Background: an optimization exercise with open tools, aiming at small area, a short achievable clock period and few clock cycles per item. Do not read the settings as production practice.
RTL that was checked went through simulation tests only; none was proved equivalent to the original.
Power figures rest on the tool's default switching activity, not on a simulated workload.

v4:
## mtr_pulse
module mtr_pulse (
    input  wire        clk,
    input  wire        rst,
    input  wire        in_valid,
    output wire        in_ready,
    input  wire        in_op,         
    input  wire [47:0] in_de,         
    input  wire [39:0] in_ts,         
    input  wire [23:0] in_dt,         
    input  wire [31:0] in_const,      
    output wire        out_valid,
    input  wire        out_ready,
    output wire [39:0] out_start,     
    output wire        busy,
    output wire [63:0] resid,         
    output wire [31:0] count          
);
==> flow/config.mk <==
export PLATFORM = sky130hd
export DESIGN_NAME = mtr_pulse
export DESIGN_NICKNAME = mtr_pulse
export VERILOG_FILES = /design/flow/design.v
export SDC_FILE = /design/flow/constraint.sdc
export NUM_CORES = 4
export LEC_CHECK = 0
export CAP_MARGIN = 20
export CORE_MARGIN = 2
export CORE_UTILIZATION = 40
export SLEW_MARGIN = 20
==> flow/constraint.sdc <==
create_clock -name core_clock -period 12.0 [get_ports {clk}]
set_input_delay 2.4000 -clock core_clock [delete_from_list [all_inputs] [get_ports {clk}]]
set_output_delay 2.4000 -clock core_clock [all_outputs]
set_load 0.01 [all_outputs]
standard.sh (not shown) runs the stock make flow with config.mk's settings and CLKGATE_MAP_FILE= SYNTH_SCRIPT=/design/flow/synth_recipe.tcl, a recipe that flattens the netlist after the stock synthesis.
==> flow/flow/run.sh <==
#!/bin/bash
set -euo pipefail
bash standard.sh SETUP_SLACK_MARGIN=6.5 finish > standard_make.log 2>&1
No stage failed in v4, and the final checks on the layout all came back clean.
Testbench counts of v4, summed over its fixed seeds: cycles 27,111, increments 19,380.
For v57, these inputs were changed with respect to v4:
==> flow/flow/run.sh <==
#!/bin/bash
set -euo pipefail
bash standard.sh SETUP_SLACK_MARGIN=7.0 finish > standard_make.log 2>&1
Results
When v57 is set beside v4, its total global routing track utilization turns out to be 0.60 points larger. v57 vs v4, highest metal layer with signal wires: met5 vs met4. Higher biggest fanout along the worst timing path among v4 and v57: v4. Summary: with v4 as the reference, wire length on met1 in v57 moved up slightly. v4 has higher count of clock-buffer cells in the layout than v57. v4 → v57: minimum period implied by the final worst setup slack fell 430 ps, latest clock arrival within the worst-skew pair about even.
Changes in v50 relative to v57:
==> flow/flow/run.sh <==
#!/bin/bash
set -euo pipefail
bash standard.sh SETUP_SLACK_MARGIN=7.5 finish > standard_make.log 2>&1
Results
From v57 to v50, count of buffers inserted at the top-level ports did not move at all. Looking only at minimum hold slack, and setting everything else aside, the higher value of v57 and v50 goes to v57. Going from v57 to v50, final clock period utilization by the worst path saw a decrease; fraction of area in multi-input gates about even. Compared with v57, in v50 total routing usage reported by global routing now larger; maximum frequency now larger. Comparing v57 and v50, the lower net switching power is on v57. Number of antenna diodes ended up 1 higher on v50 than on v57. Area growth from synthesis to layout (higher): v50. v50 -> v57: hold-fix buffer count after cts delta 0, exact match.
Input changes introduced in v13 (baseline for comparison: v50):
==> flow/flow/run.sh <==
#!/bin/bash
set -euo pipefail
bash standard.sh SETUP_SLACK_MARGIN=7.0 CORE_UTILIZATION=60 finish > standard_make.log 2>&1
Results
| clock period minus worst slack | higher: v13 |. v13 does better than v50 on total power draw. Relative to v50, core area has decreased by 40,000 µm² in v13. In the flow results for v50 and v13, the count of placed standard cells including taps is larger on v50. v50 -> v13: largest net degree at the start of global routing decreased by more than 10%. Where die area is concerned, v50 is outperformed by v13. Compared with v50, v13 ends up with a smaller final cell area. Sort v50 and v13 by fraction of power consumed by the clock network, ascending, and v50 comes first. Number of well-tap cells placed (v13 / v50): 0.66.


The RTL this note starts from:
==> flow/design.v <==
module mtr_pulse (
    input  wire        clk,
    input  wire        rst,
    input  wire        in_valid,
    output wire        in_ready,
    input  wire        in_op,         
    input  wire [47:0] in_de,         
    input  wire [39:0] in_ts,         
    input  wire [23:0] in_dt,         
    input  wire [31:0] in_const,      
    output wire        out_valid,
    input  wire        out_ready,
    output wire [39:0] out_start,     
    output wire        busy,
    output wire [63:0] resid,         
    output wire [31:0] count          
);
    localparam [39:0] PULSE_DELAY_US = 40'd25000;
    localparam [39:0] KH_RESET       = 40'd225000;    
    reg [60:0] a_q;           
    reg [39:0] kh_q;          
    reg [31:0] count_q;
    reg        rep_q;         
    reg        sl_valid;
    reg [47:0] sl_f;
    reg [47:0] sl_de;
    reg [23:0] sl_dt;
    reg [39:0] sl_ts;
    reg        dv_busy;
    reg        dv_fin;        
    reg [4:0]  dv_cnt;        
    reg [47:0] dv_f;
    reg [47:0] dv_de;
    reg [47:0] dv_r;
    reg [23:0] dv_x;          
    reg [39:0] dv_ts;
    reg        o_pend;        
    reg        o_rnd;
    reg        o_valid;
    reg [39:0] o_start;
    wire fin_out  = dv_busy && dv_fin && !o_valid && !o_pend;
    wire dv_take  = sl_valid && (!dv_busy || fin_out);
    wire sl_space = !sl_valid || dv_take;
    assign in_ready  = !rep_q && sl_space;
    assign busy      = rep_q || sl_valid || dv_busy || o_pend || o_valid;
    assign out_valid = o_valid;
    assign out_start = o_start;
    assign resid     = {3'd0, a_q};
    assign count     = count_q;
    wire accept   = in_valid && in_ready;
    wire acc_e    = accept && !in_op;
    wire acc_c    = accept && in_op;
    wire rep_step = rep_q && sl_space;
    wire [61:0] amk    = {1'b0, a_q} - {2'b0, kh_q, 20'd0};    
    wire [60:0] add_de = rep_q ? 61'd0 : {13'd0, in_de};
    wire [60:0] sum_s  = a_q + add_de;
    wire [61:0] sum_t  = amk + {1'b0, add_de};
    wire        ge     = !sum_t[61];                           
    wire [60:0] a_next = ge ? sum_t[60:0] : sum_s;
    wire        pulse  = ge && (acc_e || rep_step);
    wire        big    = (kh_q[39:28] == 12'd0) && (in_de[47:20] >= kh_q[27:0]);
    wire [47:0] f_op   = rep_q ? sl_f : ~a_q[47:0];
    wire [47:0] f_next = {kh_q[27:0], 20'd0} + f_op + {47'd0, !rep_q};
    wire [31:0] c1     = (in_const == 32'd0) ? 32'd1 : in_const;
    wire [39:0] kc_a   = {c1, 8'd0};
    wire [39:0] kc_b   = ~{3'd0, c1, 5'd0};
    wire [39:0] kc_c   = {8'd0, c1};
    wire [39:0] kc_s   = kc_a ^ kc_b ^ kc_c;
    wire [39:0] kc_k   = (kc_a & kc_b) | (kc_a & kc_c) | (kc_b & kc_c);
    wire [39:0] kh_new = kc_s + {kc_k[38:0], 1'b1};
    wire        dv_b   = dv_x[23] && !dv_fin;    
    wire [50:0] r2     = {2'b0, dv_r, 1'b0};
    wire [50:0] bf     = dv_b ? {3'b0, dv_f} : 51'd0;
    wire [50:0] t0     = r2 + bf;
    wire [50:0] nd1    = ~{3'b0, dv_de};
    wire [50:0] nd2    = ~{2'b0, dv_de, 1'b0};
    wire [50:0] c1s    = r2 ^ bf ^ nd1;
    wire [50:0] c1c    = (r2 & bf) | (r2 & nd1) | (bf & nd1);
    wire [50:0] t1     = c1s + {c1c[49:0], 1'b1};
    wire [50:0] c2s    = r2 ^ bf ^ nd2;
    wire [50:0] c2c    = (r2 & bf) | (r2 & nd2) | (bf & nd2);
    wire [50:0] t2     = c2s + {c2c[49:0], 1'b1};
    wire        ge2    = !t2[50];
    wire        ge1    = !t1[50];
    wire [47:0] r_next = ge2 ? t2[47:0] : ge1 ? t1[47:0] : t0[47:0];
    wire [22:0] xh     = dv_x[22:0] + {22'd0, ge2};
    wire [23:0] x_next = {xh, ge1 & !ge2};
    reg  [4:0]  lz;
    integer     i;
    always @(*) begin
        lz = 5'd24;
        for (i = 0; i < 24; i = i + 1)
            if (sl_dt[i]) lz = 5'd23 - i[4:0];
    end
    wire [23:0] dt_norm = sl_dt << lz;
    wire [39:0] start0  = dv_ts + {16'd0, dv_x};
    wire [39:0] start1  = o_start + PULSE_DELAY_US + {39'd0, o_rnd};
    always @(posedge clk) begin
        if (rst) begin
            a_q      <= 61'd0;
            kh_q     <= KH_RESET;
            count_q  <= 32'd0;
            rep_q    <= 1'b0;
            sl_valid <= 1'b0;
            dv_busy  <= 1'b0;
            dv_fin   <= 1'b0;
            o_pend   <= 1'b0;
            o_valid  <= 1'b0;
        end else begin
            if (acc_c)
                a_q <= 61'd0;
            else if (acc_e || rep_step)
                a_q <= a_next;
            if (acc_c)
                kh_q <= kh_new;
            if (rep_q) begin
                if (!ge) rep_q <= 1'b0;
            end else if (acc_e && ge && big)
                rep_q <= 1'b1;
            if (sl_space)
                sl_valid <= pulse;
            if (dv_take) begin
                dv_busy <= 1'b1;
                dv_fin  <= (lz == 5'd24);
            end else if (dv_busy && !dv_fin) begin
                dv_fin  <= (dv_cnt == 5'd1);
            end else if (fin_out) begin
                dv_busy <= 1'b0;
            end
            o_pend <= fin_out;
            if (o_pend)
                o_valid <= 1'b1;
            else if (out_ready)
                o_valid <= 1'b0;
            if (o_valid && out_ready)
                count_q <= count_q + 32'd1;
        end
    end
    always @(posedge clk) begin
        if (sl_space) begin
            sl_f <= f_next;
            if (!rep_q) begin
                sl_de <= in_de;
                sl_dt <= in_dt;
                sl_ts <= in_ts;
            end
        end
        if (dv_take) begin
            dv_f   <= sl_f;
            dv_de  <= sl_de;
            dv_r   <= 48'd0;
            dv_x   <= dt_norm;
            dv_cnt <= 5'd24 - lz;
            dv_ts  <= sl_ts;
        end else if (dv_busy && !dv_fin) begin
            dv_r   <= r_next;
            dv_x   <= x_next;
            dv_cnt <= dv_cnt - 5'd1;
        end
        if (fin_out) begin
            o_start <= start0;
            o_rnd   <= ge1;
        end else if (o_pend)
            o_start <= start1;
    end
endmodule
clock: 12.0 ns
lec_check: 0
abc_clock_period_in_ps: 4000
cap_margin: 20
core_margin: 2
core_utilization: 40
setup_slack_margin: 5
slew_margin: 20
run.sh (not shown) runs the stock make flow with config.mk's settings and CLKGATE_MAP_FILE= SYNTH_SCRIPT=/design/flow/synth_recipe.tcl, a recipe that flattens the netlist after the stock synthesis.
Stock flow here: none of the scripts above is used.
The baseline passed the timing, DRC and antenna checks.
==> next run, changes <==
--- a/flow/config.mk
+++ b/flow/config.mk
@@ -8 +7,0 @@
-export ABC_CLOCK_PERIOD_IN_PS = 4000
@@ -12 +10,0 @@
-export SETUP_SLACK_MARGIN = 5
=> Count of clock-buffer cells in the layout rises by 9. Area after synthesis stays the same. Routed wire length goes up slightly.
Function was not checked in any run of this note: the RTL went through the layout flow alone.

## static timing again, ports no longer ideal
In the flow no input, the clock included, has a driving cell. The finished layouts below were timed again as built, in two steps. Step 1 (the two cells are an assumption about what drives the block):
set clk [get_ports {clk}]
set_driving_cell -lib_cell sky130_fd_sc_hd__clkbuf_16 $clk
set_driving_cell -lib_cell sky130_fd_sc_hd__buf_2 [delete_from_list [all_inputs] $clk]
Step 2 adds t to the input delays and takes it off the output delays; t is the mean of the earliest and latest rising clock arrival at the registers after step 1. Input paths then give back, and output paths get back, about the clock's delay inside the block. Slacks: ideal ports / drivers / drivers and shift; pairs: ideal ports / drivers.
| run | t (ns) | setup slack, ns | worst data-port slew with drivers (ns) |
|---|---|---|---|
| v4 | 0.722 | 6.662 / 6.626 / 6.662 | 0.12 |
| v57 | 0.732 | 7.088 / 7.088 / 7.088 | 0.08 |
| v50 | 0.745 | 7.134 / 7.134 / 7.134 | 0.06 |
| v13 | 0.689 | 7.045 / 7.045 / 6.957 | 0.06 |
| the first run of note 2 | 0.718 | 5.287 / 5.324 / 4.606 | 0.18 |
| the second run of note 2 | 0.722 | 4.841 / 4.841 / 4.176 | 0.17 |
After both steps every run listed still meets setup and hold. The setup slack of the first run of note 2, which loses most, moves by +0.037 ns with the drivers and by -0.681 ns with both steps.
